From an optimization exercise on the open Yosys and OpenROAD flow, aimed at small area and a short achievable clock period; shortcuts taken in it are not production practice.
Only simulation tests tie the RTL to the original design; equivalence was not proved.

**flow/flow/run.sh**
```bash
#!/bin/bash
# Own layout flow: the standard ORFS flow, with two changes:
#  - synthesis maps the logic with an area-oriented ABC script (flow/abc_area.script)
#    instead of ORFS's default one; everything else in synthesis is the standard script,
#    so the registers are the standard synthesis's;
#  - repair_timing is asked for a setup margin (SETUP_MARGIN below), so the optimisation
#    works on paths that already meet the 100 ns clock.
# Each tool's output goes to a log file in this folder (logs are named below).
set -euo pipefail
W=$(pwd)
SETUP_MARGIN=${SETUP_MARGIN:-$(cat flow/setup_margin.txt)}

# synthesis script: synth_recipe.tcl, sourcing a copy of ORFS's synth.tcl that runs
# abc with our script
sed -e "s#^\(source .*/synth_preamble.tcl\)#\1\nset abc_args [list -script $W/flow/abc_area.script {*}\$lib_args {*}\$lib_dont_use_args -constr \$::env(OBJECTS_DIR)/abc.constr]#" \
    "$FLOW_HOME/scripts/synth.tcl" > "$W/orfs_synth_abc.tcl"
grep -q "abc_area.script" "$W/orfs_synth_abc.tcl"
sed -e "s#\$::env(SCRIPTS_DIR)/synth.tcl#$W/orfs_synth_abc.tcl#" synth_recipe.tcl > "$W/own_synth.tcl"
grep -q "orfs_synth_abc.tcl" "$W/own_synth.tcl"

bash standard.sh SYNTH_SCRIPT="$W/own_synth.tcl" SETUP_SLACK_MARGIN="$SETUP_MARGIN" MATCH_CELL_FOOTPRINT=0 BUFFER_PORTS_ARGS="-buffer_cell sky130_fd_sc_hd__buf_4" finish > "$W/orfs_make.log" 2>&1
test -s out/final.def
```
**flow/flow/abc_area.script**
```
strash
&get -n
&dch
&nf -R 1000
&put
topo
```
**flow/flow/setup_margin.txt**
```
79.5
```
**flow/standard.sh**
```bash
#!/bin/bash
# synth_recipe.tcl (not shown) runs the flow's synth.tcl, then flattens the netlist and writes it again
# the make line also repeats each setting of config.mk as NAME=value (left out here)
make -C /OpenROAD-flow-scripts/flow DESIGN_CONFIG=/design/flow/config.mk WORK_HOME=/design/flow/orfs CLKGATE_MAP_FILE= SYNTH_SCRIPT=/design/flow/synth_recipe.tcl "${@:-finish}"
```
**flow/config.mk**
```make
export PLATFORM = sky130hd
export DESIGN_NAME = cvu
export DESIGN_NICKNAME = cvu
export VERILOG_FILES = /design/flow/design.v
export SDC_FILE = /design/flow/constraint.sdc
export NUM_CORES = 8
export LEC_CHECK = 0
export ABC_AREA = 1
export CAP_MARGIN = 20
export CORE_MARGIN = 2
export CORE_UTILIZATION = 40
export SLEW_MARGIN = 20
```
**flow/constraint.sdc**
```tcl
create_clock -name core_clock -period 100.0 [get_ports {clk}]
set_input_delay 20.0000 -clock core_clock [delete_from_list [all_inputs] [get_ports {clk}]]
set_output_delay 20.0000 -clock core_clock [all_outputs]
set_load 0.01 [all_outputs]
```
**flow/design.v**
```verilog
module cvu (
    input  wire        clk,
    input  wire        rst,       
    input  wire        wr,        
    input  wire        rd,        
    input  wire [4:0]  addr,      
    input  wire [31:0] wdata,
    output reg  [31:0] rdata      
);
    localparam A_CTRL     = 5'd0;
    localparam A_STAT     = 5'd1;
    localparam A_POLY_LO  = 5'd2;
    localparam A_POLY_HI  = 5'd3;
    localparam A_INIT_LO  = 5'd4;
    localparam A_INIT_HI  = 5'd5;
    localparam A_XOR_LO   = 5'd6;
    localparam A_XOR_HI   = 5'd7;
    localparam A_PFX_LO   = 5'd8;
    localparam A_PFX_HI   = 5'd9;
    localparam A_VAL_LO   = 5'd10;
    localparam A_VAL_HI   = 5'd11;
    localparam A_LENGTH   = 5'd12;
    localparam A_DATA     = 5'd13;
    localparam A_RES_LO   = 5'd14;
    localparam A_RES_HI   = 5'd15;
    localparam A_CMD      = 5'd16;
    localparam MODE_CHECK  = 2'd2;
    localparam CMD_START  = 2'd1;
    localparam CMD_RESUME = 2'd2;
    localparam CMD_ABORT  = 2'd3;
    reg         rst_q, wr_q, rd_vlo_q, rd_stat_q;
    reg  [4:0]  addr_q;
    reg  [31:0] wdata_q;
    always @(posedge clk) begin
        rst_q     <= rst;
        wr_q      <= wr;
        rd_vlo_q  <= rd && addr == A_VAL_LO;
        rd_stat_q <= rd && addr == A_STAT;
        addr_q    <= addr;
        wdata_q   <= rst ? 32'd0 : wdata;    
    end
    reg  [1:0]  mode;
    reg         refin;
    reg         refout;
    reg  [3:0]  pfx_b;
    reg  [6:0]  width;
    reg  [5:0]  sh;           
    reg  [63:0] poly;
    reg  [63:0] init;
    reg  [63:0] xorv;
    reg  [63:0] prefix;
    reg  [63:0] value;        
    reg  [63:0] va;           
    reg  [63:0] pa;           
    reg  [31:0] val_lo_hold;
    reg  [31:0] val_shadow;
    reg  [31:0] len_left;
    reg  [3:0]  pfx_left;
    reg  [63:0] chk;
    reg  [63:0] result;
    reg         busy;
    reg         st_restarted, st_cfg_rej, st_cfg_mid, st_len_err, st_check_fail, st_done;
    wire [63:0] wmask = (width >= 7'd64) ? 64'hFFFF_FFFF_FFFF_FFFF
                                         : ((64'd1 << width) - 64'd1);
    wire [3:0]  nbytes = width[6:3] + {3'd0, |width[2:0]};
    wire        wzero  = (width == 7'd0);
    function [63:0] rev64(input [63:0] v);
        integer i;
        begin
            for (i = 0; i < 64; i = i + 1) rev64[i] = v[63 - i];
        end
    endfunction
    wire        acc_wr    = wr_q && !rst_q;
    wire        wr_ctrl   = acc_wr && addr_q == A_CTRL;
    wire        wr_vhi    = acc_wr && addr_q == A_VAL_HI;
    wire        wr_len    = acc_wr && addr_q == A_LENGTH;
    wire        do_data   = acc_wr && addr_q == A_DATA;
    wire        is_cmd    = acc_wr && addr_q == A_CMD;
    wire        pfx_beat  = busy && pfx_left != 4'd0;
    wire        data_beat = do_data && busy && pfx_left == 4'd0;
    wire        is_check  = mode == MODE_CHECK;
    wire        ctrl_bad = (wdata_q[31:30] == 2'd3) || (wdata_q[6:0] == 7'd0) ||
                           (wdata_q[6:0] > 7'd64) || (wdata_q[27:24] > 4'd8);
    wire        ctrl_ok  = wr_ctrl && !ctrl_bad;
    wire        is_param = addr_q == A_CTRL || (addr_q >= A_POLY_LO && addr_q <= A_PFX_HI);
    wire [1:0]  cmd      = wdata_q[1:0];
    wire        cmd_go   = is_cmd && (cmd == CMD_START || cmd == CMD_RESUME);
    wire        len_hi_nz = |len_left[31:4];
    wire        len_lt_nb = !len_hi_nz && len_left[3:0] < nbytes;
    wire        cmd_rej  = cmd_go && is_check && len_lt_nb;
    wire        go_ok    = cmd_go && !cmd_rej;
    wire        start_ok = go_ok && cmd == CMD_START;
    wire        abort    = is_cmd && cmd == CMD_ABORT;
    wire [3:0]  taken;
    wire [3:0]  to_crc;
    genvar gk;
    generate
        for (gk = 0; gk < 4; gk = gk + 1) begin : g_take
            wire [4:0] lim = {1'b0, nbytes} + gk;
            assign taken[gk]  = len_hi_nz || len_left[3:0] > gk;
            assign to_crc[gk] = taken[gk] && (!is_check || len_hi_nz || {1'b0, len_left[3:0]} > lim);
        end
    endgenerate
    reg  [3:0]  crc_en;
    always @* begin
        if (pfx_beat) begin
            crc_en[0] = 1'b1;
            crc_en[1] = pfx_left >= 4'd2;
            crc_en[2] = pfx_left >= 4'd3;
            crc_en[3] = pfx_left >= 4'd4;
        end else if (data_beat) begin
            crc_en = to_crc;
        end else begin
            crc_en = 4'd0;
        end
    end
    reg         pbeat_r;          
    reg  [31:0] pbytes_r;         
    function [31:0] ref_bytes(input [31:0] v, input r);
        integer i, j;
        begin
            for (i = 0; i < 4; i = i + 1)
                for (j = 0; j < 8; j = j + 1)
                    ref_bytes[8*i + j] = r ? v[8*i + 7 - j] : v[8*i + j];
        end
    endfunction
    wire [31:0] beat_d = pbeat_r ? pbytes_r : ref_bytes(wdata_q, refin);
    reg  [7:0]  q;
    wire [63:0] n_pa;
    wire [7:0]  n_q;
    assign n_q[0] = 1'b1;
    genvar gq, gm;
    generate
        for (gq = 1; gq < 8; gq = gq + 1) begin : g_q
            wire [gq-1:0] t;
            for (gm = 1; gm <= gq; gm = gm + 1) begin : g_t
                assign t[gm-1] = n_pa[64-gm] & n_q[gq-gm];
            end
            assign n_q[gq] = ^t;
        end
    endgenerate
    wire [63:0] a_byte [0:4];
    assign a_byte[0] = va;
    genvar gb, gj, gi;
    generate
        for (gb = 0; gb < 4; gb = gb + 1) begin : g_byte
            wire [63:0] a = a_byte[gb];
            wire [7:0]  x;
            wire [7:0]  f;      
            for (gj = 0; gj < 8; gj = gj + 1) begin : g_f
                assign x[gj] = a[63-gj] ^ beat_d[31 - 8*gb - gj];
                wire [gj:0] t;
                assign t[gj] = x[gj];
                for (gi = 0; gi < gj; gi = gi + 1) begin : g_ft
                    assign t[gi] = q[gj-gi] & x[gi];
                end
                assign f[gj] = ^t;
            end
            wire [63:0] n;
            for (gm = 0; gm < 64; gm = gm + 1) begin : g_m
                localparam integer LO = (gm >= 7) ? 0 : 7 - gm;
                wire [8:0] t;
                for (gj = 0; gj < 8; gj = gj + 1) begin : g_mt
                    if (gj >= LO) begin : g_on
                        assign t[gj] = f[gj] & pa[gm - 7 + gj];
                    end else begin : g_off
                        assign t[gj] = 1'b0;
                    end
                end
                if (gm >= 8) begin : g_sh
                    assign t[8] = a[gm-8];
                end else begin : g_nsh
                    assign t[8] = 1'b0;
                end
                assign n[gm] = ^t;
            end
            assign a_byte[gb+1] = n;
        end
    endgenerate
    reg  [63:0] a_sel;
    always @* begin
        casez (crc_en)
            4'b1111: a_sel = a_byte[4];
            4'b0111: a_sel = a_byte[3];
            4'b0011: a_sel = a_byte[2];
            default: a_sel = a_byte[1];
        endcase
    end
    wire        crc_upd = crc_en[0];
    wire [63:0] r_new   = wzero ? 64'd0 : (a_sel >> sh);
    reg  [63:0] chk_beat;
    integer     ki;
    always @* begin
        chk_beat = chk;
        for (ki = 0; ki < 4; ki = ki + 1)
            if (data_beat && is_check && taken[ki] && !to_crc[ki])
                chk_beat = {chk_beat[55:0], wdata_q[31 - 8*ki -: 8]};
    end
    wire        ld_ctrl  = ctrl_ok || rst_q;
    wire [1:0]  n_mode   = ld_ctrl ? wdata_q[31:30] : mode;
    wire        n_refin  = ld_ctrl ? wdata_q[29]    : refin;
    wire        n_refout = ld_ctrl ? wdata_q[28]    : refout;
    wire [3:0]  n_pfx_b  = ld_ctrl ? wdata_q[27:24] : pfx_b;
    wire [6:0]  n_width  = ld_ctrl ? wdata_q[6:0]   : width;
    wire [5:0]  n_sh     = ld_ctrl ? ~(wdata_q[5:0] - 6'd1) : sh;
    wire        ld_any   = wr_q || rst_q;
    wire [63:0] n_poly, n_init, n_xorv, n_prefix;
    assign n_poly[31:0]    = (ld_any && (rst_q || addr_q == A_POLY_LO)) ? wdata_q : poly[31:0];
    assign n_poly[63:32]   = (ld_any && (rst_q || addr_q == A_POLY_HI)) ? wdata_q : poly[63:32];
    assign n_init[31:0]    = (ld_any && (rst_q || addr_q == A_INIT_LO)) ? wdata_q : init[31:0];
    assign n_init[63:32]   = (ld_any && (rst_q || addr_q == A_INIT_HI)) ? wdata_q : init[63:32];
    assign n_xorv[31:0]    = (ld_any && (rst_q || addr_q == A_XOR_LO))  ? wdata_q : xorv[31:0];
    assign n_xorv[63:32]   = (ld_any && (rst_q || addr_q == A_XOR_HI))  ? wdata_q : xorv[63:32];
    assign n_prefix[31:0]  = (ld_any && (rst_q || addr_q == A_PFX_LO))  ? wdata_q : prefix[31:0];
    assign n_prefix[63:32] = (ld_any && (rst_q || addr_q == A_PFX_HI))  ? wdata_q : prefix[63:32];
    wire [31:0] n_hold     = (ld_any && (rst_q || addr_q == A_VAL_LO))  ? wdata_q : val_lo_hold;
    reg        n_busy0;
    reg [3:0]  n_pfx_left;
    reg [31:0] n_len_left;
    reg [63:0] n_value;
    reg [63:0] n_chk;
    reg        fin_from_crc;
    reg [63:0] vsrc;          
    always @* begin
        n_busy0      = busy;
        n_pfx_left   = pfx_left;
        n_len_left   = len_left;
        n_chk        = chk;
        vsrc         = value;
        fin_from_crc = crc_upd;
        if (pfx_beat) begin
            n_pfx_left = (pfx_left > 4'd4) ? pfx_left - 4'd4 : 4'd0;
        end
        if (data_beat) begin
            n_len_left = (len_hi_nz || len_left[3:0] > 4'd4) ? len_left - 32'd4 : 32'd0;
            n_chk      = chk_beat;
        end
        if (wr_vhi) begin
            vsrc         = {wdata_q, val_lo_hold};
            fin_from_crc = 1'b0;
        end
        if (wr_len) n_len_left = wdata_q;
        if (go_ok) begin
            n_busy0 = 1'b1;
            n_chk   = 64'd0;
            if (cmd == CMD_START) begin
                vsrc         = init;
                n_pfx_left   = pfx_b;
                fin_from_crc = 1'b0;
            end else begin
                n_pfx_left = 4'd0;
            end
        end else if (abort) begin
            n_busy0    = 1'b0;
            n_pfx_left = 4'd0;
        end
        if (rst_q) begin
            n_busy0      = 1'b0;
            n_len_left   = 32'd0;
            vsrc         = 64'd0;
            fin_from_crc = 1'b0;
        end
    end
    wire [63:0] vsrc_m   = (go_ok && cmd == CMD_START) ? (init & wmask) : vsrc;
    wire [63:0] va_src   = vsrc << n_sh;
    wire [63:0] n_va     = fin_from_crc ? a_sel : va_src;
    always @* n_value    = fin_from_crc ? r_new : vsrc_m;
    assign      n_pa     = n_poly << n_sh;
    wire        complete = !rst_q && n_busy0 && n_pfx_left == 4'd0 && n_len_left == 32'd0;
    wire [63:0] rfl      = rev64(fin_from_crc ? a_sel : va_src);
    wire [63:0] fin_now  = (refout ? rfl : (n_value & wmask)) ^ (xorv & wmask);
    wire        n_busy   = n_busy0 && !complete;
    wire [95:0] n_pfx_ext   = {n_prefix, 32'd0} >> {n_pfx_left, 3'd0};
    wire [31:0] n_pfx_bytes = n_pfx_ext[31:0];
    wire [63:0] n_result = complete ? fin_now : (rst_q ? 64'd0 : result);
    wire [31:0] n_shadow = rst_q ? 32'd0 : (rd_vlo_q ? value[63:32] : val_shadow);
    wire        keep     = !rst_q && !rd_stat_q;
    wire        n_st_restarted  = !rst_q && ((keep && st_restarted) || (is_cmd && !cmd_rej && cmd == CMD_START && busy));
    wire        n_st_cfg_rej    = !rst_q && ((keep && st_cfg_rej) || (wr_ctrl && ctrl_bad) || cmd_rej);
    wire        n_st_cfg_mid    = !rst_q && ((keep && st_cfg_mid) ||
                                             (acc_wr && busy && is_param && !(addr_q == A_CTRL && ctrl_bad)));
    wire        n_st_len_err    = !rst_q && ((keep && st_len_err) || (do_data && !busy));
    wire        n_st_check_fail = !rst_q && ((keep && st_check_fail) || (complete && is_check && n_chk != fin_now));
    wire        n_st_done       = !rst_q && ((keep && st_done) || complete);
    always @(posedge clk) begin
        mode   <= n_mode;
        refin  <= n_refin;
        refout <= n_refout;
        pfx_b  <= n_pfx_b;
        width  <= n_width;
        sh     <= n_sh;
        poly        <= n_poly;
        init        <= n_init;
        xorv        <= n_xorv;
        prefix      <= n_prefix;
        val_lo_hold <= n_hold;
        pa          <= n_pa;
        q           <= n_q;
        pbeat_r     <= n_busy && n_pfx_left != 4'd0;
        pbytes_r    <= ref_bytes(n_pfx_bytes, n_refin);
        va          <= n_va;
        value       <= n_value;
        pfx_left    <= n_pfx_left;    
        chk         <= n_chk;         
        len_left    <= n_len_left;
        result      <= n_result;
        val_shadow  <= n_shadow;
        busy        <= n_busy;
        st_restarted  <= n_st_restarted;
        st_cfg_rej    <= n_st_cfg_rej;
        st_cfg_mid    <= n_st_cfg_mid;
        st_len_err    <= n_st_len_err;
        st_check_fail <= n_st_check_fail;
        st_done       <= n_st_done;
    end
    wire [31:0] g0 = addr[1] ? (addr[0] ? n_poly[63:32] : n_poly[31:0])
                             : (addr[0] ? {24'd0, n_busy, n_st_restarted, 1'b0, n_st_cfg_rej,
                                           n_st_cfg_mid, n_st_len_err, n_st_check_fail, n_st_done}
                                        : {n_mode, n_refin, n_refout, n_pfx_b, 17'd0, n_width});
    wire [31:0] g1 = addr[1] ? (addr[0] ? n_xorv[63:32] : n_xorv[31:0])
                             : (addr[0] ? n_init[63:32] : n_init[31:0]);
    wire [31:0] g2 = addr[1] ? (addr[0] ? n_shadow : n_value[31:0])
                             : (addr[0] ? n_prefix[63:32] : n_prefix[31:0]);
    wire [31:0] g3 = addr[1] ? (addr[0] ? n_result[63:32] : n_result[31:0])
                             : (addr[0] ? 32'd0 : n_len_left);
    always @(posedge clk)
        rdata <= addr[4] ? 32'd0 : (addr[3] ? (addr[2] ? g3 : g2) : (addr[2] ? g1 : g0));
endmodule
```
==> flow_summary.toml, run 1 <==
[yosys]
synth_edf_count = 32
synth-seq-cells = 816
synth_top_cell_by_area = "dfxtp_1"
netlist_area_um2 = 75150
async_reset_ff_share_pct = 0
yosys-top-cells-area = "dfxtp_1 21%, xnor2_1 19%, nand2_1 15%, xor2_1 6.8%, nor2_1 6.2%"
yosysUniqueCellTypes = 65
synth-seq-area-share_pct = 22.16
syn_area_per_cell_um2 = 7.030
synthesis.nets = 10760
yosysWarnings = 1
syn-instance-count = 10690
netlist.area_leader.share_pct = 20.89
synth_flop_cell = "dfxtp_1"

[setup_path]
cp-endpoint = "rdata[27]"
cp_cell_sequence = "buf_6"
cp.depth = 1
r2r-start = "refin"
worstPathArrival_ns = 1.35
crit_path_max_fanout = 1
crit_path_start_kind = "register"
path_class = "register to output pin"
critical_path.slowest_cell = "dfxtp_4"
crit_buf_inv = 1
cp_top_family = "flip-flops"
required_ns = 80.00
regToRegEndpoint = "rdata[1]"
max_stage_delay_ns = 0.42
r2r_slack_ns = 79.39
ff2ff_path_depth = 72
cp-startpoint = "rdata[27]"
end_kind = "output pin"

[timing]
period_share_pct = 21.35
fmax_ghz = 0.04684
final_max_slew_viol_count = 0
clock_skew_ns = 0.04631
hold_viol = 0
tightest_slew_ns = 1.362
post-route-min-period_ns = 21.35
slew_headroom_pct = 8.705
setup_viol = 0
rsz0062_at_grt = "yes"
finalSetupTns_ns = 0

[routing]
drt_iter0_markers = 13110
wire_per_inst_um = 33.17
drtAntennaViolNets = 0
drc = 0
vias = 87290
routed_wl_mm = 462.6
viasPerCell = 6.258
first_pass_iters = 7

[placed_design]
dp_hpwl_mm = 328.7
portBuffers = 72
routabilityCongestion = 1.081
place_area_um2 = 82460

[cells_and_area]
drive_above_1_share_pct = 8.455
final_area_um2 = 88770
nets = 11390
area_growth_pct = 18.13
final_cell_mix = "2935 x nand2_1, 1595 x xnor2_1, 1233 x nor2_1"
final_common_cell = "nand2_1"

[global_route]
gr-total-overflow = 0
grt_pass1_vias = 78360
grt_usage_pct = 46.48
grt_pass1_wl_mm = 634.4
grt_max_degree = 113
antenna_found_initial = 49

[min_path]
hold_path.class = "register to register"

[cts]
path_clk_slew_ns = 0.06
root_buffer = "clkbuf_16"
cts_max_path_buffers = 3
htree_levels = 3
clkLatencyLatePin_ns = 0.80
clock_sinks = 816
cts_hold_buf = 0
cts_buffers = 97
cts_tree = "yes"

[floorplanning]
initial_core_util_pct = 40.14
core_um2 = 187200
ios = 73
dieArea_um2 = 191300
fp.dieW_um = 437.4
rows = 159
die_height_um = 437.4

[outcome]
outcome = "timing/DRC/antenna clean"

[run]
drv_cap = 0
==> state kept, by name (all words and copies together) (netlist names), 63 cells and up <==
signal	count
chk	64
init	64
pa	63
poly	64
prefix	64
result	64
va	64
value	64
xorv	64
==> per-layer routing <==
layer | global-route usage [%] | wire length [µm] | vias up
li1 | - | - | 37740
met1 | 53.95 | 166100 | 41390
met4 | 43.36 | 53400 | 14
met5 | 0 | 85 | -
met3 | 13.64 | 51030 | 1803
met2 | 68.35 | 191900 | 6338
==> Yosys cell counts, types with 23 or more instances <==
cell / n
nor3_1: 95
a21o_1: 33
a221oi_1: 57
a21oi_1: 833
nand2_1: 2942
nor2b_1: 64
a31oi_1: 91
o22ai_1: 73
clkinv_1: 104
mux2i_1: 401
dfxtp_1: 784
and3_1: 23
xnor2_1: 1638
a211oi_1: 62
xor2_1: 584
or3_1: 29
a22oi_1: 76
nand3_1: 85
edfxtp_1: 32
nor2_1: 1248
o221ai_1: 37
and2_0: 25
ha_1: 32
mux2_1: 250
nor4_1: 32
o211ai_1: 56
o21ai_0: 767
==> cell type report <==
cell class | count | area [µm²]
timing repair inverter | 1 | 7.507
clock buffer | 138 | 2785
tap | 2495 | 3122
antenna | 51 | 127.6
timing repair buffer | 528 | 5051
sequential | 816 | 16780
inverter | 104 | 406.6
fill | 19010 | 98440
multi-input combinational | 9770 | 59860
clock inverter | 44 | 633.1
==> metrics by stage <==
stage / worst slack [ns] / hold slack, ns / cells / util [%]
after floorplan: 77.98 / 0.4237 / 10690 / -
after global placement: 77.35 / 0.4536 / 13600 / 44.02
after detailed placement: 77.38 / 0.4662 / 13600 / 44.05
after CTS: 78.67 / 0.4740 / 13880 / 47.00
after global routing: 78.66 / 0.5077 / 13900 / 47.35
final: 78.65 / 0.4764 / 13950 / 47.42
==> logic make-up after synthesis <==
kind of cell / Yosys count / share of synthesized area, %
buffers and inverters: 104 / 0.5195
flip-flops: 816 / 22.16
multiplexers: 667 / 9.567
AND/OR/NAND/NOR: 4633 / 24.41
XOR/XNOR: 2222 / 25.90
adder cells (fa/ha/maj): 32 / 0.5328
AO/OA/AOI/OAI: 2215 / 16.90
==> what timing repair did <==
| action | in CTS | in global routing |
|---|---|---|
| pin swaps | 67 | 48 |
| buffers inserted | 72 | 4 |
| endpoints found under the setup margin | 66 | 65 |
| resized for setup | 248 | 77 |
| cloned | 32 | 3 |
==> worst min-delay path by stage <==
stage | from | endpoint | depth (start not counted)
4_1_cts | st_check_fail | st_check_fail | 2
3_5_place_dp | st_check_fail | st_check_fail | 2
3_3_place_gp | prefix[1] | prefix[1] | 2
6_report | st_check_fail | st_check_fail | 2
2_1_floorplan | st_restarted | st_restarted | 1
5_1_grt | st_check_fail | st_check_fail | 2
==> run 2: changes to the inputs <==
--- a/flow/design.v
+++ b/flow/design.v
@@ -33,2 +33,4 @@
     reg  [31:0] wdata_q;
+    wire        n_pbeat;
+    wire [31:0] n_pfx_bytes;
     always @(posedge clk) begin
@@ -39,3 +41,3 @@
         addr_q    <= addr;
-        wdata_q   <= rst ? 32'd0 : wdata;    
+        wdata_q   <= rst ? 32'd0 : (n_pbeat ? n_pfx_bytes : wdata);
     end
@@ -62,4 +64,5 @@
     reg         st_restarted, st_cfg_rej, st_cfg_mid, st_len_err, st_check_fail, st_done;
-    wire [63:0] wmask = (width >= 7'd64) ? 64'hFFFF_FFFF_FFFF_FFFF
-                                         : ((64'd1 << width) - 64'd1);
+    reg  [63:0] wmask;        
+    integer     wi;
+    always @* for (wi = 0; wi < 64; wi = wi + 1) wmask[wi] = width > wi;
     wire [3:0]  nbytes = width[6:3] + {3'd0, |width[2:0]};
@@ -116,4 +119,2 @@
     end
-    reg         pbeat_r;          
-    reg  [31:0] pbytes_r;         
     function [31:0] ref_bytes(input [31:0] v, input r);
@@ -126,3 +127,3 @@
     endfunction
-    wire [31:0] beat_d = pbeat_r ? pbytes_r : ref_bytes(wdata_q, refin);
+    wire [31:0] beat_d = ref_bytes(wdata_q, refin);
     reg  [7:0]  q;
@@ -189,10 +190,18 @@
     wire        crc_upd = crc_en[0];
-    wire [63:0] r_new   = wzero ? 64'd0 : (a_sel >> sh);
+    wire [2:0]  n_tk = taken[3] ? 3'd4 : taken[2] ? 3'd3 : taken[1] ? 3'd2 : {2'd0, taken[0]};
+    wire [2:0]  n_cr = to_crc[3] ? 3'd4 : to_crc[2] ? 3'd3 : to_crc[1] ? 3'd2 : {2'd0, to_crc[0]};
+    wire [2:0]  n_ck = (data_beat && is_check) ? n_tk - n_cr : 3'd0;
     reg  [63:0] chk_beat;
-    integer     ki;
+    integer     cj, ct;
     always @* begin
-        chk_beat = chk;
-        for (ki = 0; ki < 4; ki = ki + 1)
-            if (data_beat && is_check && taken[ki] && !to_crc[ki])
-                chk_beat = {chk_beat[55:0], wdata_q[31 - 8*ki -: 8]};
+        for (cj = 0; cj < 8; cj = cj + 1) begin
+            chk_beat[8*cj +: 8] = 8'd0;
+            for (ct = 0; ct <= 4; ct = ct + 1)
+                if (n_ck == ct) begin
+                    if (cj < ct)
+                        chk_beat[8*cj +: 8] = wdata_q[8*(4 - n_tk + cj) +: 8];
+                    else
+                        chk_beat[8*cj +: 8] = chk[8*(cj - ct) +: 8];
+                end
+        end
     end
@@ -264,4 +273,7 @@
     wire [63:0] vsrc_m   = (go_ok && cmd == CMD_START) ? (init & wmask) : vsrc;
-    wire [63:0] va_src   = vsrc << n_sh;
-    wire [63:0] n_va     = fin_from_crc ? a_sel : va_src;
+    wire [63:0] bs_in    = fin_from_crc ? a_sel : rev64(vsrc);
+    wire [5:0]  bs_amt   = fin_from_crc ? sh : n_sh;
+    wire [63:0] bs_out   = bs_in >> bs_amt;
+    wire [63:0] r_new    = wzero ? 64'd0 : bs_out;
+    wire [63:0] n_va     = fin_from_crc ? a_sel : rev64(bs_out);
     always @* n_value    = fin_from_crc ? r_new : vsrc_m;
@@ -269,7 +281,8 @@
     wire        complete = !rst_q && n_busy0 && n_pfx_left == 4'd0 && n_len_left == 32'd0;
-    wire [63:0] rfl      = rev64(fin_from_crc ? a_sel : va_src);
+    wire [63:0] rfl      = fin_from_crc ? rev64(a_sel) : bs_out;
     wire [63:0] fin_now  = (refout ? rfl : (n_value & wmask)) ^ (xorv & wmask);
     wire        n_busy   = n_busy0 && !complete;
+    assign      n_pbeat  = n_busy && n_pfx_left != 4'd0;    
     wire [95:0] n_pfx_ext   = {n_prefix, 32'd0} >> {n_pfx_left, 3'd0};
-    wire [31:0] n_pfx_bytes = n_pfx_ext[31:0];
+    assign      n_pfx_bytes = n_pfx_ext[31:0];
     wire [63:0] n_result = complete ? fin_now : (rst_q ? 64'd0 : result);
@@ -298,4 +311,2 @@
         q           <= n_q;
-        pbeat_r     <= n_busy && n_pfx_left != 4'd0;
-        pbytes_r    <= ref_bytes(n_pfx_bytes, n_refin);
         va          <= n_va;
==> flow/flow/run.sh (replaced) <==
#!/bin/bash
# Own layout flow: the standard ORFS flow (bash standard.sh), with these changes:
#  - synthesis: the standard script (synth_recipe.tcl and ORFS's synth.tcl), except that
#    abc maps the logic with flow/abc_area.script (area-oriented &nf mapping) instead of
#    ORFS's default abc script; the flip-flops are mapped before abc, as in the standard
#    synthesis, so the registers (names, count, cell types) are the standard synthesis's;
#  - repair_timing aims at a setup margin of flow/setup_margin.txt ns, so it also works on
#    paths that already meet the 100 ns clock (the SDC is not changed);
#  - sizing may change a cell's footprint (MATCH_CELL_FOOTPRINT=0);
#  - port buffers are buf_4 (BUFFER_PORTS_ARGS);
#  - clock tree synthesis uses the arguments in flow/cts_args.txt (clkbuf_16 only, larger
#    sink clusters, no dummy loads).
# ORFS writes each step's full log under orfs/logs/; make's own output goes to
# orfs_make.log in this folder.
set -euo pipefail
W=$(pwd)
SETUP_MARGIN=$(cat flow/setup_margin.txt)

# synthesis script: synth_recipe.tcl, sourcing a copy of ORFS's synth.tcl that runs
# abc with our script
sed -e "s#^\(source .*/synth_preamble.tcl\)#\1\nset abc_args [list -script $W/flow/abc_area.script {*}\$lib_args {*}\$lib_dont_use_args -constr \$::env(OBJECTS_DIR)/abc.constr]#" \
    "$FLOW_HOME/scripts/synth.tcl" > "$W/orfs_synth_abc.tcl"
grep -q "abc_area.script" "$W/orfs_synth_abc.tcl"
sed -e "s#\$::env(SCRIPTS_DIR)/synth.tcl#$W/orfs_synth_abc.tcl#" synth_recipe.tcl > "$W/own_synth.tcl"
grep -q "orfs_synth_abc.tcl" "$W/own_synth.tcl"

bash standard.sh SYNTH_SCRIPT="$W/own_synth.tcl" SETUP_SLACK_MARGIN="$SETUP_MARGIN" \
    MATCH_CELL_FOOTPRINT=0 BUFFER_PORTS_ARGS="-buffer_cell sky130_fd_sc_hd__buf_4" \
    CTS_ARGS="$(cat flow/cts_args.txt)" \
    finish > "$W/orfs_make.log" 2>&1
test -s out/final.def
==> flow/flow/cts_args.txt (new file) <==
-sink_clustering_enable -repair_clock_nets -buf_list sky130_fd_sc_hd__clkbuf_16 -dont_use_dummy_load -sink_clustering_size 25 -sink_clustering_max_diameter 80
--- a/flow/config.mk
+++ b/flow/config.mk
@@ -8,5 +8,6 @@
 export ABC_AREA = 1
-export CAP_MARGIN = 20
+export CAP_MARGIN = 10
 export CORE_MARGIN = 2
 export CORE_UTILIZATION = 40
-export SLEW_MARGIN = 20
+export SLEW_MARGIN = 10
+export TNS_END_PERCENT = 0
==> flow_summary.toml, run 2 <==
[yosys]
synth-simple-area-share_pct = 23.45
synth.most_common_cell = "nand2_1"
syn_area_per_cell_um2 = 7.147
syn-instance-count = 9867
synth-seq-area-share_pct = 22.68
netlist.area_leader.share_pct = 21.32
synth_top_cell_by_area = "dfxtp_1"
netlist_top_cells_count = "2782 x nand2_1, 1713 x xnor2_1, 906 x nor2_1"
synth_adder_area_share_pct = 0.6139
yosys-top-cells-area = "dfxtp_1 21%, xnor2_1 21%, nand2_1 15%, xor2_1 6.0%, o21ai_0 5.4%"
synth-compound-area-share_pct = 17.94
netlist_area_um2 = 70520
async_reset_ff_share_pct = 0
synth_flop_cell = "dfxtp_1"
synthesis.nets = 9942
synth.area.mux_share_pct = 7.423
synth_edf_count = 32
yosysUniqueCellTypes = 67
synth_xor_xnor_area_share_pct = 27.27
yosysWarnings = 1
synth_top_family_by_area = "XOR/XNOR gates"
synth-seq-cells = 783

[timing]
finalSetupTns_ns = 0
post-route-min-period_ns = 21.28
clock_skew_ns = 0.1223
hold_viol = 0
setup_viol = 0
fmax_ghz = 0.04698
rsz0062_at_grt = "yes"
slew_headroom_pct = 3.638
hold_slack_ns = 0.4816
period_share_pct = 21.28
final_max_slew_viol_count = 0
tightest_slew_ns = 1.430

[floorplanning]
die_height_um = 423.9
dieArea_um2 = 179700
fp.dieW_um = 423.9
ios = 73
initial_core_util_pct = 40.13
core_um2 = 175700
rows = 154

[min_path]
hold_path.class = "register to register"

[cells_and_area]
layout.cells.non_filler = 12680
final_common_cell = "nand2_1"
multiInputGateArea_um2 = 55260
seq_area_um2 = 16050
nets = 10400
fillers = 18060
drive_above_1_share_pct = 5.878
area_growth_pct = 12.35
final_cell_mix = "2779 x nand2_1, 1676 x xnor2_1, 896 x nor2_1"
final_area_um2 = 79230

[global_route]
grt_pass1_wl_mm = 563.6
antenna_found_initial = 37
gr-total-overflow = 0
grt_max_degree = 88
grt_usage_pct = 43.39
grt_pass1_vias = 70660

[routing]
drc = 0
drtAntennaViolNets = 0
vias = 79660
first_pass_iters = 7
drt_iter0_markers = 13210
wire_per_inst_um = 32.16
viasPerCell = 6.282
routed_wl_mm = 407.9

[placed_design]
dp_hpwl_mm = 294.3
routabilityCongestion = 1.055
place_area_um2 = 77390
portBuffers = 72
dp_cells = 12590

[outcome]
outcome = "timing/DRC/antenna clean"

[setup_path]
end_kind = "output pin"
crit_path_max_fanout = 1
cp_top_family = "flip-flops"
worstPathArrival_ns = 1.28
cp_cell_sequence = "buf_4"
required_ns = 80.00
r2r_slack_ns = 79.55
path_class = "register to output pin"
critical_path.slowest_cell = "dfxtp_1"
crit_buf_inv = 1
max_stage_delay_ns = 0.43
crit_path_start_kind = "register"

[cts]
clock_sinks = 783
cts_max_path_buffers = 3
root_buffer = "clkbuf_16"
cts_tree = "yes"
htree_levels = 2
path_clk_slew_ns = 0.11
cts_buffers = 46
cts_hold_buf = 0
clkLatencyLatePin_ns = 0.73

[run]
drv_cap = 0
## run 2: worst paths after layout
check / start / depth (start not counted) / to
setup / recovery: rdata[7] / 1 / rdata[7]
hold reg to reg: st_cfg_rej / 1 / st_cfg_rej
hold / removal: st_cfg_rej / 1 / st_cfg_rej
setup reg to reg: refin / 67 / rdata[1]
## run 2: through the flow
| step | setup slack (ns) | util, % |
|---|---|---|
| floorplan | 77.63 | - |
| global placement | 76.98 | 44.04 |
| detailed placement | 76.93 | 44.04 |
| CTS | 78.74 | 44.86 |
| global route | 78.74 | 45.07 |
| finish | 78.72 | 45.09 |
## run 2: cells by family (layout without fill, tap and decap cells)
| kind of cell | after synthesis | after routing |
|---|---|---|
| AND/OR/NAND/NOR | 4143 | 4144 |
| XOR/XNOR | 2196 | 2196 |
| AO/OA/AOI/OAI | 2111 | 2111 |
| flip-flops | 783 | 783 |
| multiplexers | 484 | 484 |
| buffers and inverters | 116 | 574 |
| adder cells (fa/ha/maj) | 34 | 34 |
| other | 0 | 15 |
## run 2: layout make-up
type	count	area share, %
Multi-Input combinational cell	8969	69.74
Timing Repair Buffer	411	4.234
Timing Repair inverter	1	0.009475
Clock buffer	46	1.453
Inverter	116	0.5638
Tap cell	2340	3.695
Sequential cell	783	20.25
Antenna cell	15	0.04738
## run 2: repair_timing
action | CTS | global route
buffers inserted | 4 | 12
cloned | 5 | 5
gates resized for setup | 65 | 21
endpoints found under the setup margin | 67 | 68
pin swaps | 2 | 1
## run 2: routing by layer
metal | vias to the layer above | track usage [%] | part of all wire [%]
met5 | - | 0 | 0.039
met4 | 24 | 29.98 | 8.5
met3 | 1037 | 9.416 | 11
met2 | 5632 | 64.14 | 42
met1 | 38310 | 56.07 | 39
li1 | 34660 | - | -
## run 2: worst register-to-register path: cells and delay by family, from the launching register on
kind	cells	cell delay [ns]
flops	1	0.70
xor+xnor	29	8.27
compound gates	14	4.88
buf+inv	4	1.84
simple gates	18	3.69
mux	2	0.96
==> run 3: changes to the inputs <==
--- a/flow/design.v
+++ b/flow/design.v
@@ -142,2 +142,3 @@
     endgenerate
+    wire [63:0] pa2 = pa ^ {1'b0, pa[63:1]};    
     wire [63:0] a_byte [0:4];
@@ -159,11 +160,19 @@
             end
+            wire [3:0] s10, s01, s11;
+            for (gi = 0; gi < 4; gi = gi + 1) begin : g_sel
+                assign s10[gi] =  f[2*gi] & ~f[2*gi+1];
+                assign s01[gi] = ~f[2*gi] &  f[2*gi+1];
+                assign s11[gi] =  f[2*gi] &  f[2*gi+1];
+            end
             wire [63:0] n;
             for (gm = 0; gm < 64; gm = gm + 1) begin : g_m
-                localparam integer LO = (gm >= 7) ? 0 : 7 - gm;
-                wire [8:0] t;
-                for (gj = 0; gj < 8; gj = gj + 1) begin : g_mt
-                    if (gj >= LO) begin : g_on
-                        assign t[gj] = f[gj] & pa[gm - 7 + gj];
+                wire [4:0] t;
+                for (gi = 0; gi < 4; gi = gi + 1) begin : g_mt
+                    localparam integer U = gm - 7 + 2*gi;
+                    if (U >= 0) begin : g_full
+                        assign t[gi] = (s10[gi] & pa[U]) | (s01[gi] & pa[U+1]) | (s11[gi] & pa2[U]);
+                    end else if (U == -1) begin : g_half
+                        assign t[gi] = f[2*gi+1] & pa[0];
                     end else begin : g_off
-                        assign t[gj] = 1'b0;
+                        assign t[gi] = 1'b0;
                     end
@@ -171,5 +180,5 @@
                 if (gm >= 8) begin : g_sh
-                    assign t[8] = a[gm-8];
+                    assign t[4] = a[gm-8];
                 end else begin : g_nsh
-                    assign t[8] = 1'b0;
+                    assign t[4] = 1'b0;
                 end
--- a/flow/flow/run.sh
+++ b/flow/flow/run.sh
@@ -9,3 +9,6 @@
 #  - sizing may change a cell's footprint (MATCH_CELL_FOOTPRINT=0);
-#  - port buffers are buf_4 (BUFFER_PORTS_ARGS);
+#  - port buffers are buf_8 (BUFFER_PORTS_ARGS);
+#  - the platform's don't-use list (flow/dont_use.txt) also holds the slow low-power
+#    clock inverters, the clock delay buffers and the weakest (_0) sizes of cells that
+#    have a _1 size, which the mapping and sizing otherwise pick for some long wires;
 #  - clock tree synthesis uses the arguments in flow/cts_args.txt (clkbuf_16 only, larger
@@ -27,3 +30,4 @@
 bash standard.sh SYNTH_SCRIPT="$W/own_synth.tcl" SETUP_SLACK_MARGIN="$SETUP_MARGIN" \
-    MATCH_CELL_FOOTPRINT=0 BUFFER_PORTS_ARGS="-buffer_cell sky130_fd_sc_hd__buf_4" \
+    MATCH_CELL_FOOTPRINT=0 BUFFER_PORTS_ARGS="-buffer_cell sky130_fd_sc_hd__buf_8" \
+    DONT_USE_CELLS="$(cat flow/dont_use.txt)" \
     CTS_ARGS="$(cat flow/cts_args.txt)" \
==> flow/flow/cts_args.txt (replaced) <==
-sink_clustering_enable -repair_clock_nets -buf_list sky130_fd_sc_hd__clkbuf_16 -dont_use_dummy_load -sink_clustering_size 20 -sink_clustering_max_diameter 70
==> flow/flow/dont_use.txt (new file) <==
sky130_fd_sc_hd__probe_p_8 sky130_fd_sc_hd__probec_p_8 sky130_fd_sc_hd__lpflow_bleeder_1 sky130_fd_sc_hd__lpflow_clkbufkapwr_1 sky130_fd_sc_hd__lpflow_clkbufkapwr_16 sky130_fd_sc_hd__lpflow_clkbufkapwr_2 sky130_fd_sc_hd__lpflow_clkbufkapwr_4 sky130_fd_sc_hd__lpflow_clkbufkapwr_8 sky130_fd_sc_hd__lpflow_clkinvkapwr_1 sky130_fd_sc_hd__lpflow_clkinvkapwr_16 sky130_fd_sc_hd__lpflow_clkinvkapwr_2 sky130_fd_sc_hd__lpflow_clkinvkapwr_4 sky130_fd_sc_hd__lpflow_clkinvkapwr_8 sky130_fd_sc_hd__lpflow_decapkapwr_12 sky130_fd_sc_hd__lpflow_decapkapwr_3 sky130_fd_sc_hd__lpflow_decapkapwr_4 sky130_fd_sc_hd__lpflow_decapkapwr_6 sky130_fd_sc_hd__lpflow_decapkapwr_8 sky130_fd_sc_hd__lpflow_inputiso0n_1 sky130_fd_sc_hd__lpflow_inputiso0p_1 sky130_fd_sc_hd__lpflow_inputiso1n_1 sky130_fd_sc_hd__lpflow_inputiso1p_1 sky130_fd_sc_hd__lpflow_inputisolatch_1 sky130_fd_sc_hd__lpflow_isobufsrc_1 sky130_fd_sc_hd__lpflow_isobufsrc_16 sky130_fd_sc_hd__lpflow_isobufsrc_2 sky130_fd_sc_hd__lpflow_isobufsrc_4 sky130_fd_sc_hd__lpflow_isobufsrc_8 sky130_fd_sc_hd__lpflow_isobufsrckapwr_16 sky130_fd_sc_hd__lpflow_lsbuf_lh_hl_isowell_tap_1 sky130_fd_sc_hd__lpflow_lsbuf_lh_hl_isowell_tap_2 sky130_fd_sc_hd__lpflow_lsbuf_lh_hl_isowell_tap_4 sky130_fd_sc_hd__lpflow_lsbuf_lh_isowell_4 sky130_fd_sc_hd__lpflow_lsbuf_lh_isowell_tap_1 sky130_fd_sc_hd__lpflow_lsbuf_lh_isowell_tap_2 sky130_fd_sc_hd__lpflow_lsbuf_lh_isowell_tap_4 sky130_fd_sc_hd__clkinvlp_2 sky130_fd_sc_hd__clkinvlp_4 sky130_fd_sc_hd__clkdlybuf4s15_1 sky130_fd_sc_hd__clkdlybuf4s15_2 sky130_fd_sc_hd__clkdlybuf4s18_1 sky130_fd_sc_hd__clkdlybuf4s18_2 sky130_fd_sc_hd__clkdlybuf4s25_1 sky130_fd_sc_hd__clkdlybuf4s25_2 sky130_fd_sc_hd__clkdlybuf4s50_1 sky130_fd_sc_hd__clkdlybuf4s50_2 sky130_fd_sc_hd__a2111oi_0 sky130_fd_sc_hd__a21boi_0 sky130_fd_sc_hd__and2_0 sky130_fd_sc_hd__einvn_0 sky130_fd_sc_hd__o21ai_0 sky130_fd_sc_hd__o311ai_0 sky130_fd_sc_hd__or2_0
--- a/flow/config.mk
+++ b/flow/config.mk
@@ -9,4 +9,7 @@
 export CAP_MARGIN = 10
+export CELL_PAD_IN_SITES_DETAIL_PLACEMENT = 1
+export CELL_PAD_IN_SITES_GLOBAL_PLACEMENT = 1
 export CORE_MARGIN = 2
-export CORE_UTILIZATION = 40
+export CORE_UTILIZATION = 35
+export PLACE_DENSITY = 0.5
 export SLEW_MARGIN = 10
==> flow_summary.toml, run 3 <==
[routing]
wire_per_inst_um = 42.22
drt_iter0_markers = 16990
drc = 0
routed_wl_mm = 483.5
viasPerCell = 7.282
first_pass_iters = 17
drtAntennaViolNets = 0
vias = 83390

[floorplanning]
dieArea_um2 = 192800
core_um2 = 188000
fp.dieW_um = 439.1
initial_core_util_pct = 35.24
rows = 159
ios = 73
die_height_um = 439.1

[setup_path]
worstPathArrival_ns = 22.00
ff2ff_path_depth = 69
r2r_slack_ns = 78.80
r2r-start = "wdata_q[29]"
required_ns = 100.64
crit_path_max_fanout = 53
path_class = "primary input to register"
end_kind = "register"
regToRegEndpoint = "rdata[1]"
crit_path_start_kind = "primary input"

[placed_design]
portBuffers = 72
dp_hpwl_mm = 343.8
pre_cts_ws_ns = 76.51
routabilityCongestion = 1.013

[yosys]
yosysUniqueCellTypes = 66
synth_edf_count = 32
synth.most_common_cell = "nor2_1"
netlist.area_leader.share_pct = 22.69
netlist_area_um2 = 66260
synth-seq-cells = 783
synthesis.nets = 8367
async_reset_ff_share_pct = 0
syn_area_per_cell_um2 = 7.991
syn-instance-count = 8292
yosys-top-cells-area = "dfxtp_1 23%, xnor2_1 12%, a222oi_1 11%, a21oi_1 6.1%, o21ai_1 5.6%"
yosysWarnings = 1
synth-seq-area-share_pct = 24.14
synth_top_cell_by_area = "dfxtp_1"
synth_flop_cell = "dfxtp_1"
netlist_top_cells_count = "975 x nor2_1, 939 x xnor2_1, 852 x nand2_1"

[global_route]
antenna_found_initial = 36
grt_pass1_vias = 79440
grt_usage_pct = 47.89
gr-total-overflow = 0
grt_max_degree = 116
grt_pass1_wl_mm = 659.9

[cells_and_area]
final_cell_mix = "959 x nor2_1, 917 x xnor2_1, 849 x nand2_1"
area_growth_pct = 15.97
nets = 9010
drive_above_1_share_pct = 7.892
final_common_cell = "nor2_1"

[min_path]
min_from = "st_restarted"
hold_path.class = "register to register"
min_to = "st_restarted"
min_delay_path_depth = 2

[cts]
clock_sinks = 783
cts_buffers = 79
clkLatencyLatePin_ns = 0.77
root_buffer = "clkbuf_16"
cts_hold_buf = 0
htree_levels = 3
cts_max_path_buffers = 3
path_clk_slew_ns = 0.06
cts_tree = "yes"

[timing]
hold_viol = 0
tightest_slew_ns = 1.342
slew_headroom_pct = 10.44
period_share_pct = 21.35
rsz0062_at_grt = "yes"
worst_slack_ns = 78.65
setup_viol = 0
final_max_slew_viol_count = 0
fmax_ghz = 0.04684
finalSetupTns_ns = 0
clock_skew_ns = 0.1062
post-route-min-period_ns = 21.35

[run]
drv_cap = 0

[outcome]
outcome = "timing/DRC/antenna clean"
[run 3: timing repair]
action / 4_1_cts / 5_1_grt
resized for setup: 158 / 73
pin swaps: 6 / 15
cloned: 16 / 5
setup endpoints to repair: 102 / 71
buffers inserted: 15 / 69
[run 3: cells by family after synthesis]
logic type	after synthesis	synth area share [%]
AND/OR/NAND/NOR	2375	15.32
AO/OA/AOI/OAI	3145	33.25
XOR/XNOR	1321	17.48
flip-flops	783	24.14
multiplexers	519	8.500
buffers and inverters	115	0.6515
adder cells (fa/ha/maj)	34	0.6534
[run 3: metrics by stage]
step	util [%]	area, µm²	hold WS (ns)	cells
floorplan	-	66350	0.4178	8292
global placement	38.93	73180	0.4561	11240
detailed placement	38.93	73180	0.4597	11240
CTS	40.42	75990	0.4810	11350
global route	40.84	76780	0.5059	11430
finish	40.87	76840	0.4837	11450
[run 3: critical path, cell delays in order]
cell and delay [ns]:
buf_12 0.15, inv_6 0.35, buf_6 0.42, a221oi_1 0.14, a21oi_2 0.40, a22oi_1 0.12, nor2_1 0.24
[run 3: area by class of cell]
| type | instances | area, µm² |
|---|---|---|
| Antenna cell | 24 | 60.06 |
| Timing Repair Buffer | 547 | 3901 |
| Inverter | 115 | 465.4 |
| Clock buffer | 79 | 1977 |
| Tap cell | 2495 | 3122 |
| Fill cell | 22630 | 111200 |
| Timing Repair inverter | 1 | 11.26 |
| Multi-Input combinational cell | 7408 | 51240 |
| Sequential cell | 783 | 16060 |
[run 3: worst max path at each step]
stage	endpoint	cells after the start	from
final	rdata[27]	7	addr[2]
after global routing	rdata[1]	74	refin
after CTS	rdata[5]	1	rdata[5]
after detailed placement	rdata[4]	10	addr[0]
after global placement	rdata[4]	10	addr[0]
after floorplan	rdata[5]	5	addr[1]
[run 3: layer usage]
metal / GRT usage [%] / vias to the layer above / routed length, µm
li1: - / 33960 / -
met1: 56.91 / 41390 / 175500
met2: 72.93 / 6134 / 204600
met3: 11.27 / 1887 / 50370
met4: 40.36 / 16 / 52940
met5: 0 / - / 118

[what the ideal ports hide]
No port has a modelled driver above. Below, the same layouts with a new extraction and two added sets of constraints. Step 1, drivers: a clkbuf_16 drives clk and a buf_2 each remaining input, both assumed. Step 2, shift: input delay + t, output delay - t, t = (earliest + latest rising clock arrival at the registers) / 2. This alone moves slack from input paths to output paths. a / b / c = ideal / step 1 / step 2; a / b = the first two.
| run | t, ns | setup slack, ns | hold slack, ns | worst setup path after step 2 | clock arrival spread, ns |
|---|---|---|---|---|---|
| run 1 | 0.861 | 78.650 / 78.564 / 78.080 | 0.476 / 0.476 / 0.476 | input to register | 0.047 / 0.047 |
| run 2 | 0.749 | 78.716 / 78.635 / 78.021 | 0.482 / 0.482 / 0.482 | input to register | 0.122 / 0.122 |
| run 3 | 0.817 | 78.650 / 78.483 / 77.666 | 0.484 / 0.484 / 0.484 | input to register | 0.106 / 0.106 |
After both steps setup and hold are still met in every run listed. For run 3, which loses most, drivers alone change the setup slack by -0.167 ns; drivers and shift together by -0.984 ns.
